Background: an optimization exercise with open tools, aiming at small area and a short achievable clock period. Do not read the settings as production practice.
At most, simulation tests tie the RTL to the original design; equivalence was not proved.

==> inputs of v1 <==
Design ocosh_mdu, start of the top module:
module ocosh_mdu (
    input  wire        clk,
    input  wire        rst,
    input  wire        start,
    input  wire [4:0]  op,
    input  wire [31:0] a,
    input  wire [31:0] b,
    input  wire        ct,
    output wire        ready,
    output reg         done,
    output wire [31:0] result,
    output wire        dv,
    output wire        sat
);
Settings: LEC_CHECK=0, ABC_AREA=1, CAP_MARGIN=20, CORE_MARGIN=2, CORE_UTILIZATION=40, SLEW_MARGIN=20; clock period 11.0 ns.
standard.sh (not shown) runs the stock make flow with config.mk's settings and CLKGATE_MAP_FILE= SYNTH_SCRIPT=/design/flow/synth_recipe.tcl, a recipe that flattens the netlist after the stock synthesis.
==> flow/flow/run.sh <==
#!/bin/bash
# Standard layout (the standard.sh, unchanged synthesis), with the port
# buffers made from sky130_fd_sc_hd__buf_4 instead of the cell buffer_ports
# picks by itself.
set -euo pipefail
export BUFFER_PORTS_ARGS="-buffer_cell sky130_fd_sc_hd__buf_4"
bash standard.sh > standard.log 2>&1
==> v26: changes against v1 <==
--- a/flow/design.v
+++ b/flow/design.v
@@ -29,12 +29,15 @@
     reg  [31:0] pl;      
     reg         bn;      
     reg         neg;     
     reg         rup;     
     reg         satr;    
     reg         dvf;     
+    reg         dquo;    
+    reg         ssgn;    
+    reg         ssth;    
     assign ready = (cnt == 5'd0);
     wire accept = start & ready;
     genvar gi;
     wire i_div  = op[3];
     wire i_help = op[4] & (op[2] | op[1]);
     wire i_mul  = ~op[3] & ~i_help;
@@ -45,15 +48,15 @@
     wire h_sat  = op[2] & op[1];
     wire i_bs   = ~op[1];                  
     wire i_as   = ~(op[1] & ~op[0]);       
     wire i_ds   = i_div & ~op[0];          
     wire i_an   = i_ds & a[31];
     wire i_bn   = i_ds & b[31];
-    wire [31:0] adx = nrm ? (rb ^ {32{bn}}) : (a ^ {32{i_an}});
-    wire [31:0] ady = (b ^ {32{op[0]}}) & {32{~op[3] & ~nrm}};
-    wire        adc = nrm ? bn : ((op[0] & ~op[3]) | i_an);
+    wire [31:0] adx = nrm ? (rb ^ {32{bn}}) : a;
+    wire [31:0] ady = (b ^ {32{op[0]}}) & {32{~nrm}};
+    wire        adc = nrm ? bn : op[0];
     wire [31:0] ad_a = adx;
     wire [31:0] ad_b = ady;
     wire ad_ci = adc;
     wire [31:0] ad_p = ad_a ^ ad_b;
     wire [31:0] ad_g = ad_a & ad_b;
     wire ad_G0 = ad_g[0] | (ad_p[0] & ad_ci);
@@ -211,18 +214,16 @@
             assign tm_rev[gi] = tm[30 - gi];
         end
     endgenerate
     wire        l_ov = |((a[30:0] ^ {31{a[31]}}) & tm_rev);
     wire        h_ok = (a[31:15] == {17{a[31]}});
     wire        hs_sat = ((h_add | h_sub) & ad_ov) | (h_shl & l_ov) | (h_sat & ~h_ok);
-    wire [31:0] hs_satv = {a[31], {16{h_sat ? a[31] : ~a[31]}}, {15{~a[31]}}};
-    wire [31:0] ph_in  = hs_sat ? hs_satv :
-                         (({32{h_add | h_sub | i_div}} & ad) |
-                          ({32{h_sat}} & a) |
-                          ({32{h_shr | h_shl}} & shf[31:0]) |
-                          {32{acc_pre & m_as}});
+    wire [31:0] ph_in  = ({32{h_add | h_sub}} & ad) |
+                         ({32{h_sat | i_div}} & a) |
+                         ({32{h_shr | h_shl}} & shf[31:0]) |
+                         {32{acc_pre & m_as}};
     function [5:0] bitlen;
         input [31:0] x;
         integer i;
         begin
             bitlen = 6'd0;
             for (i = 0; i < 32; i = i + 1)
@@ -1269,13 +1270,14 @@
     wire osum_G_127 = osum_G_108 | (osum_P_109 & osum_G_97);
     wire osum_G_128 = osum_G_110 | (osum_P_111 & osum_G_97);
     wire osum_G_129 = osum_G_112 | (osum_P_113 & osum_G_97);
     wire [31:0] osum_c = {osum_G_128, osum_G_127, osum_G_126, osum_G_125, osum_G_124, osum_G_123, osum_G_122, osum_G_121, osum_G_120, osum_G_119, osum_G_118, osum_G_117, osum_G_116, osum_G_115, osum_G_114, osum_G_97, osum_G_96, osum_G_95, osum_G_94, osum_G_93, osum_G_92, osum_G_91, osum_G_90, osum_G_65, osum_G_64, osum_G_63, osum_G_62, osum_G_33, osum_G_32, osum_G_1, osum_G0, osum_ci};
     wire [31:0] osum = osum_p ^ osum_c;
     wire osum_co = osum_G_129;
-    assign result = q_sat ? 32'h7FFF_FFFF : osum;
+    assign result = q_sat ? 32'h7FFF_FFFF :
+                    satr  ? {ssgn, {16{ssth ? ssgn : ~ssgn}}, {15{~ssgn}}} : osum;
     assign sat    = satr | q_sat;
     assign dv     = dvf;
     always @(posedge clk) begin
         if (rst) begin
             cnt  <= 5'd0;
             sact <= 1'b0;
@@ -1308,28 +1310,34 @@
         satr <= accept & i_help & hs_sat;
         la   <= len_a;
         lb   <= len_b;
         ca   <= i_an & pa;
         cb   <= i_bn & pb;
         bn   <= i_bn;
+        dquo <= ~op[1];
+        ssgn <= a[31];
+        ssth <= h_sat;
     end
     always @(posedge clk) begin
         if (accept) begin
             o_mul <= i_mul;
             o_q   <= i_mul & op[4];
-            o_lo  <= (i_mul & (op[1:0] == 2'b00) & ~op[4]) | (i_div & (op[1] ^ ~d_dv));
-            ra    <= {m_as, i_div ? ad : a};
+            o_lo  <= i_mul & (op[1:0] == 2'b00) & ~op[4];
+            ra    <= {m_as, a};
             rb    <= i_mul ? b_al : b;
-            neg   <= i_div & (op[1] ? i_an : (i_an ^ i_bn));
+            neg   <= i_an;       
             dvf   <= i_div & d_dv;
             ph    <= ph_in;
             pl    <= acc_pre ? a : 32'h0;
         end else begin
             rb <= {rb[23:0], 8'h0};
             if (nrm) begin
                 ra <= shf;
+                ph <= osum;
+                neg <= dquo ? (neg ^ bn) : neg;
+                o_lo <= dquo ^ dvf;
             end else if (div_step) begin
                 ra <= {2'b0, ra[32:2]};
                 ph <= dr2;
                 pl <= {pl[29:0], dq1, dq2};
             end else if (mul_step) begin
                 ph <= acc_next[63:32];
==> comparison table <==
Run status: v26 timing/DRC/antenna clean; v1 timing/DRC/antenna clean
Routed wl met2: v26 59.8 mm; v1 60.5 mm
Fraction of area in multi-input gates: v26 69.3%; v1 69.1%
Reg-to-reg critical path endpoint: v26 ph[19]$_DFFE_PP_; v1 ph[2]$_DFFE_PP_
Global-route wire length before repair: v26 209 mm; v1 205 mm
Global-route track usage on met1: v26 47.0%; v1 45.0%
Layout overhead on the synthesized area: v26 6.32%; v1 6.99%
Routed metal-1 wirelength: v26 56.6 mm; v1 53.7 mm
Final core occ: v26 43.0%; v1 43.0%
Net Count, Synth: v26 5075; v1 5004
Critical-path maximum fanout: v26 32; v1 64
Via/cell ratio: v26 6.03; v1 6.12
Layout buffer count excluding clock buffers: v26 149; v1 175
Worst Hold Path EP: v26 rb[18]$_DFF_P_; v1 rb[19]$_DFF_P_
For v1, only the layout was checked, not whether the RTL still works.

==> 08-24: inputs <==
Another version of the RTL of ocosh_mdu (not shown whole).
Design ocosh_mdu, start of the top module:
module ocosh_mdu (
    input  wire        clk,
    input  wire        rst,
    input  wire        start,
    input  wire [4:0]  op,
    input  wire [31:0] a,
    input  wire [31:0] b,
    input  wire        ct,
    output wire        ready,
    output reg         done,
    output wire [31:0] result,
    output wire        dv,
    output wire        sat
);
clock: 11.0 ns
lec_check: 0
abc_area: 1
cap_margin: 20
core_margin: 2
core_utilization: 32
place_density: 0.48
slew_margin: 20
Scripts as last shown in full above: flow/flow/run.sh
==> 12-08: changes against 08-24 <==
--- a/flow/config.mk
+++ b/flow/config.mk
@@ -10,4 +10,3 @@
 export CORE_MARGIN = 2
-export CORE_UTILIZATION = 32
-export PLACE_DENSITY = 0.48
+export CORE_UTILIZATION = 40
 export SLEW_MARGIN = 20
==> run notes <==
Antenna diodes=3; Routed met1 length=67910 um; number of global-route vias before repair=32790; wire length of the first global-routing pass=226400 um; met2 GRT Util=0.4489; Iter 0 DRT Violations=4232; amount of wire on met2 after detailed routing=65900 um; final-layout non-clock buffer area share=0.03545; highest signal layer in the routed design=met5; Final clock-cell share=0.01838; outcome=timing/DRC/antenna clean; average wire per standard cell=25.36 um; met1 layer usage reported by global route=0.4088; final-layout clock buffer total=19; Routability Congestion=0.9813; well-tap cell count=1287
The numbers above come from 08-24.

==> run notes <==
met1 layer usage reported by global route=0.4646; Final clock-cell share=0.01848; highest signal layer in the routed design=met4; Routability Congestion=1.040; Routed met1 length=59370 um; average wire per standard cell=25.16 um; met2 GRT Util=0.5475; Iter 0 DRT Violations=5056; final-layout clock buffer total=18; outcome=timing/DRC/antenna clean; amount of wire on met2 after detailed routing=64010 um; wire length of the first global-routing pass=216900 um; number of global-route vias before repair=32590; Antenna diodes=1
The numbers above come from 12-08.


==> inputs of trial 26 <==
ocosh_mdu, a different RTL version from the one above (not shown whole).
Settings: LEC_CHECK=0, ABC_AREA=1, CAP_MARGIN=20, CORE_MARGIN=2, CORE_UTILIZATION=40, SETUP_SLACK_MARGIN=3, SLEW_MARGIN=20; clock period 11.0 ns.
run.sh (not shown) runs the stock make flow with config.mk's settings and CLKGATE_MAP_FILE= SYNTH_SCRIPT=/design/flow/synth_recipe.tcl, a recipe that flattens the netlist after the stock synthesis.
Stock flow here: none of the scripts above is used.
==> inputs of trial 30, as changes to trial 26 <==
--- a/flow/design.v
+++ b/flow/design.v
@@ -437,16 +437,13 @@
     wire mt214 = accl[32] & 1'b1;
     wire mt215 = accl[33] ^ 1'b1;
     wire mt216 = accl[33] & 1'b1;
     wire [43:0] mt_r0 = {1'b1, mt216, mt214, mt212, mt210, mt208, mt206, mt204, mt202, mt200, mt198, mt196, mt194, mt192, mt190, mt188, mt186, mt184, mt182, mt180, mt178, mt176, mt174, mt172, mt170, mt168, mt166, mt164, mt162, mt160, mt158, mt156, mt154, mt152, mt150, mt148, mt146, mt144, mt142, mt140, mt138, mt137, pu0[1], pu0[0]};
     wire [43:0] mt_r1 = {1'b0, 1'b1, mt215, mt213, mt211, mt209, mt207, mt205, mt203, mt201, mt199, mt197, mt195, mt193, mt191, mt189, mt187, mt185, mt183, mt181, mt179, mt177, mt175, mt173, mt171, mt169, mt167, mt165, mt163, mt161, mt159, mt157, mt155, mt153, mt151, mt149, mt147, mt145, mt143, mt141, mt139, bneg[1], 1'b0, bneg[0]};
-    wire        dstep = ~o_mul;
-    wire [43:0] cpa_x = dstep ? {11'h0, 1'b0, ph} : mt_r0;
-    wire [43:0] cpa_y = dstep ? {11'h0, ~ra} : mt_r1;
-    wire [43:0] mv_a = cpa_x;
-    wire [43:0] mv_b = cpa_y;
-    wire mv_ci = dstep;
+    wire [43:0] mv_a = mt_r0;
+    wire [43:0] mv_b = mt_r1;
+    wire mv_ci = 1'b0;
     wire [43:0] mv_p = mv_a ^ mv_b;
     wire [43:0] mv_g = mv_a & mv_b;
     wire mv_G0 = mv_g[0] | (mv_p[0] & mv_ci);
     wire mv_G_1 = mv_g[1] | (mv_p[1] & mv_G0);
     wire mv_G_2 = mv_g[3] | (mv_p[3] & mv_g[2]);
@@ -688,12 +685,105 @@
     wire [21:0] ahi_m = ahi_m_p ^ ahi_m_c;
     wire ahi_m_co = ahi_m_G_41;
     wire [21:0] nhi = (mv[43:42] == 2'b01) ? ahi_p :
                       (mv[43:42] == 2'b11) ? ahi_m : ahi;
     wire [63:0] acc_next = {nhi, mv[41:0]};
-    wire        dq1 = mv_c[33];
-    wire [31:0] dr1 = dq1 ? mv[31:0] : ph;
+    wire [32:0] dd1_a = {1'b0, ph};
+    wire [32:0] dd1_b = ~ra;
+    wire dd1_ci = 1'b1;
+    wire [32:0] dd1_p = dd1_a ^ dd1_b;
+    wire [32:0] dd1_g = dd1_a & dd1_b;
+    wire dd1_G0 = dd1_g[0] | (dd1_p[0] & dd1_ci);
+    wire dd1_G_1 = dd1_g[1] | (dd1_p[1] & dd1_G0);
+    wire dd1_G_2 = dd1_g[3] | (dd1_p[3] & dd1_g[2]);
+    wire dd1_P_3 = dd1_p[3] & dd1_p[2];
+    wire dd1_G_4 = dd1_g[5] | (dd1_p[5] & dd1_g[4]);
+    wire dd1_P_5 = dd1_p[5] & dd1_p[4];
+    wire dd1_G_6 = dd1_g[7] | (dd1_p[7] & dd1_g[6]);
+    wire dd1_P_7 = dd1_p[7] & dd1_p[6];
+    wire dd1_G_8 = dd1_g[9] | (dd1_p[9] & dd1_g[8]);
+    wire dd1_P_9 = dd1_p[9] & dd1_p[8];
+    wire dd1_G_10 = dd1_g[11] | (dd1_p[11] & dd1_g[10]);
+    wire dd1_P_11 = dd1_p[11] & dd1_p[10];
+    wire dd1_G_12 = dd1_g[13] | (dd1_p[13] & dd1_g[12]);
+    wire dd1_P_13 = dd1_p[13] & dd1_p[12];
+    wire dd1_G_14 = dd1_g[15] | (dd1_p[15] & dd1_g[14]);
+    wire dd1_P_15 = dd1_p[15] & dd1_p[14];
+    wire dd1_G_16 = dd1_g[17] | (dd1_p[17] & dd1_g[16]);
+    wire dd1_P_17 = dd1_p[17] & dd1_p[16];
+    wire dd1_G_18 = dd1_g[19] | (dd1_p[19] & dd1_g[18]);
+    wire dd1_P_19 = dd1_p[19] & dd1_p[18];
+    wire dd1_G_20 = dd1_g[21] | (dd1_p[21] & dd1_g[20]);
+    wire dd1_P_21 = dd1_p[21] & dd1_p[20];
+    wire dd1_G_22 = dd1_g[23] | (dd1_p[23] & dd1_g[22]);
+    wire dd1_P_23 = dd1_p[23] & dd1_p[22];
+    wire dd1_G_24 = dd1_g[25] | (dd1_p[25] & dd1_g[24]);
+    wire dd1_P_25 = dd1_p[25] & dd1_p[24];
+    wire dd1_G_26 = dd1_g[27] | (dd1_p[27] & dd1_g[26]);
+    wire dd1_P_27 = dd1_p[27] & dd1_p[26];
+    wire dd1_G_28 = dd1_g[29] | (dd1_p[29] & dd1_g[28]);
+    wire dd1_P_29 = dd1_p[29] & dd1_p[28];
+    wire dd1_G_30 = dd1_g[31] | (dd1_p[31] & dd1_g[30]);
+    wire dd1_P_31 = dd1_p[31] & dd1_p[30];
+    wire dd1_G_32 = dd1_G_2 | (dd1_P_3 & dd1_G_1);
+    wire dd1_G_33 = dd1_G_6 | (dd1_P_7 & dd1_G_4);
+    wire dd1_P_34 = dd1_P_7 & dd1_P_5;
+    wire dd1_G_35 = dd1_G_10 | (dd1_P_11 & dd1_G_8);
+    wire dd1_P_36 = dd1_P_11 & dd1_P_9;
+    wire dd1_G_37 = dd1_G_14 | (dd1_P_15 & dd1_G_12);
+    wire dd1_P_38 = dd1_P_15 & dd1_P_13;
+    wire dd1_G_39 = dd1_G_18 | (dd1_P_19 & dd1_G_16);
+    wire dd1_P_40 = dd1_P_19 & dd1_P_17;
+    wire dd1_G_41 = dd1_G_22 | (dd1_P_23 & dd1_G_20);
+    wire dd1_P_42 = dd1_P_23 & dd1_P_21;
+    wire dd1_G_43 = dd1_G_26 | (dd1_P_27 & dd1_G_24);
+    wire dd1_P_44 = dd1_P_27 & dd1_P_25;
+    wire dd1_G_45 = dd1_G_30 | (dd1_P_31 & dd1_G_28);
+    wire dd1_P_46 = dd1_P_31 & dd1_P_29;
+    wire dd1_G_47 = dd1_G_33 | (dd1_P_34 & dd1_G_32);
+    wire dd1_G_48 = dd1_G_37 | (dd1_P_38 & dd1_G_35);
+    wire dd1_P_49 = dd1_P_38 & dd1_P_36;
+    wire dd1_G_50 = dd1_G_41 | (dd1_P_42 & dd1_G_39);
+    wire dd1_P_51 = dd1_P_42 & dd1_P_40;
+    wire dd1_G_52 = dd1_G_45 | (dd1_P_46 & dd1_G_43);
+    wire dd1_P_53 = dd1_P_46 & dd1_P_44;
+    wire dd1_G_54 = dd1_G_48 | (dd1_P_49 & dd1_G_47);
+    wire dd1_G_55 = dd1_G_52 | (dd1_P_53 & dd1_G_50);
+    wire dd1_P_56 = dd1_P_53 & dd1_P_51;
+    wire dd1_G_57 = dd1_G_55 | (dd1_P_56 & dd1_G_54);
+    wire dd1_G_58 = dd1_G_50 | (dd1_P_51 & dd1_G_54);
+    wire dd1_G_59 = dd1_G_35 | (dd1_P_36 & dd1_G_47);
+    wire dd1_G_60 = dd1_G_39 | (dd1_P_40 & dd1_G_54);
+    wire dd1_G_61 = dd1_G_43 | (dd1_P_44 & dd1_G_58);
+    wire dd1_G_62 = dd1_G_4 | (dd1_P_5 & dd1_G_32);
+    wire dd1_G_63 = dd1_G_8 | (dd1_P_9 & dd1_G_47);
+    wire dd1_G_64 = dd1_G_12 | (dd1_P_13 & dd1_G_59);
+    wire dd1_G_65 = dd1_G_16 | (dd1_P_17 & dd1_G_54);
+    wire dd1_G_66 = dd1_G_20 | (dd1_P_21 & dd1_G_60);
+    wire dd1_G_67 = dd1_G_24 | (dd1_P_25 & dd1_G_58);
+    wire dd1_G_68 = dd1_G_28 | (dd1_P_29 & dd1_G_61);
+    wire dd1_G_69 = dd1_g[2] | (dd1_p[2] & dd1_G_1);
+    wire dd1_G_70 = dd1_g[4] | (dd1_p[4] & dd1_G_32);
+    wire dd1_G_71 = dd1_g[6] | (dd1_p[6] & dd1_G_62);
+    wire dd1_G_72 = dd1_g[8] | (dd1_p[8] & dd1_G_47);
+    wire dd1_G_73 = dd1_g[10] | (dd1_p[10] & dd1_G_63);
+    wire dd1_G_74 = dd1_g[12] | (dd1_p[12] & dd1_G_59);
+    wire dd1_G_75 = dd1_g[14] | (dd1_p[14] & dd1_G_64);
+    wire dd1_G_76 = dd1_g[16] | (dd1_p[16] & dd1_G_54);
+    wire dd1_G_77 = dd1_g[18] | (dd1_p[18] & dd1_G_65);
+    wire dd1_G_78 = dd1_g[20] | (dd1_p[20] & dd1_G_60);
+    wire dd1_G_79 = dd1_g[22] | (dd1_p[22] & dd1_G_66);
+    wire dd1_G_80 = dd1_g[24] | (dd1_p[24] & dd1_G_58);
+    wire dd1_G_81 = dd1_g[26] | (dd1_p[26] & dd1_G_67);
+    wire dd1_G_82 = dd1_g[28] | (dd1_p[28] & dd1_G_61);
+    wire dd1_G_83 = dd1_g[30] | (dd1_p[30] & dd1_G_68);
+    wire dd1_G_84 = dd1_g[32] | (dd1_p[32] & dd1_G_57);
+    wire [32:0] dd1_c = {dd1_G_57, dd1_G_83, dd1_G_68, dd1_G_82, dd1_G_61, dd1_G_81, dd1_G_67, dd1_G_80, dd1_G_58, dd1_G_79, dd1_G_66, dd1_G_78, dd1_G_60, dd1_G_77, dd1_G_65, dd1_G_76, dd1_G_54, dd1_G_75, dd1_G_64, dd1_G_74, dd1_G_59, dd1_G_73, dd1_G_63, dd1_G_72, dd1_G_47, dd1_G_71, dd1_G_62, dd1_G_70, dd1_G_32, dd1_G_69, dd1_G_1, dd1_G0, dd1_ci};
+    wire [32:0] dd1 = dd1_p ^ dd1_c;
+    wire dd1_co = dd1_G_84;
+    wire        dq1 = dd1_co;
+    wire [31:0] dr1 = dq1 ? dd1[31:0] : ph;
     wire [32:0] dd2_a = {1'b0, dr1};
     wire [32:0] dd2_b = ~{1'b0, ra[32:1]};
     wire dd2_ci = 1'b1;
     wire [32:0] dd2_p = dd2_a ^ dd2_b;
     wire [32:0] dd2_g = dd2_a & dd2_b;
==> flow/flow/run.sh (new file) <==
#!/bin/bash
# Standard layout, with the port buffers made from sky130_fd_sc_hd__buf_2
# instead of the cell buffer_ports picks by itself.
set -euo pipefail
export BUFFER_PORTS_ARGS="-buffer_cell sky130_fd_sc_hd__buf_2"
bash standard.sh > standard.log 2>&1
==> flow/standard.sh (new file) <==
#!/bin/bash
# synth_recipe.tcl (not shown) runs the flow's synth.tcl, then flattens the netlist and writes it again
# the make line also repeats each setting of config.mk as NAME=value (left out here)
make -C /OpenROAD-flow-scripts/flow DESIGN_CONFIG=/design/flow/config.mk WORK_HOME=/design/flow/orfs CLKGATE_MAP_FILE= SYNTH_SCRIPT=/design/flow/synth_recipe.tcl "${@:-finish}"
Settings changed: SETUP_SLACK_MARGIN 3 to unset.
removed: flow/run.sh
==> qor summary <==
	trial 30	trial 26
Critical-path top delay cell	buf_2	edfxtp_1
GR Layer Usage met1	48.08%	47.02%
Status	complete, no violations	complete, no violations
Overall routing resource usage	36.33%	36.97%
Worst slew pin tran	1.030 ns	1.149 ns
Arithmetic-cell share of the synthesized area counting full adders, half adders and majority gates	19.73%	17.83%
Number of buffer and inverter instances along the worst setup path	5	8
Area share of xor/xnor cells in the synthesized design	9.717%	8.962%
Number of vias per cell	6.214	6.213
Post-synthesis sequential area ratio	13.84%	14.13%
Overall die height	277.9 µm	275.1 µm
Maximum number of pins on one net before global-route repair	66	74
Post-detailed-placement cell area	0.03104 mm²	0.03113 mm²
Type of the worst setup path	in2reg	reg2reg
GR met2 Demand/Resource	54.63%	55.83%
Rows	100	99
Vias in the first global route	31480	31320
Final Skew	0.02790 ns	0.01791 ns
Global routing met3 resource utilization	7.790%	7.629%
Function was not checked in any run of this note: the RTL went through the layout flow alone.

## static timing again, ports no longer ideal
No port has a modelled driver above. Below, the same layouts with a new extraction and two added sets of constraints. Step 1, drivers: a clkbuf_16 drives clk and a buf_2 each remaining input, both assumed. Step 2 moves the port delays by t, midway between the first and last clock arrival at a register: inputs arrive t later, outputs are due t later. That takes back most of the time a late clock gives input paths. Three values: ideal, step 1, step 2; two values: the first two.
| run | t (ns) | setup WS [ns] | worst hold slack (ns) | latest minus earliest clock arrival (ns) | pins driven straight from the clock port |
|---|---|---|---|---|---|
| v1 | 0.560 | 2.283 / 2.316 / 1.755 | 0.495 / 0.495 / 0.495 | 0.030 / 0.029 | 1 |
| v26 | 0.548 | 3.118 / 3.118 / 2.802 | 0.481 / 0.481 / 0.481 | 0.018 / 0.017 | 1 |
| 08-24 | 0.588 | 3.912 / 3.912 / 3.413 | 0.482 / 0.482 / 0.482 | 0.016 / 0.016 | 1 |
| 12-08 | 0.583 | 3.581 / 3.581 / 3.328 | 0.478 / 0.478 / 0.478 | 0.042 / 0.042 | 1 |
| trial 26 | 0.562 | 2.420 / 2.420 / 2.420 | 0.485 / 0.485 / 0.485 | 0.018 / 0.018 | 1 |
| trial 30 | 0.557 | 1.862 / 1.869 / 1.312 | 0.481 / 0.481 / 0.481 | 0.028 / 0.028 | 1 |
After both steps every run listed still meets setup and hold. The setup slack of trial 30, which loses most, moves by +0.007 ns with the drivers and by -0.550 ns with both steps.
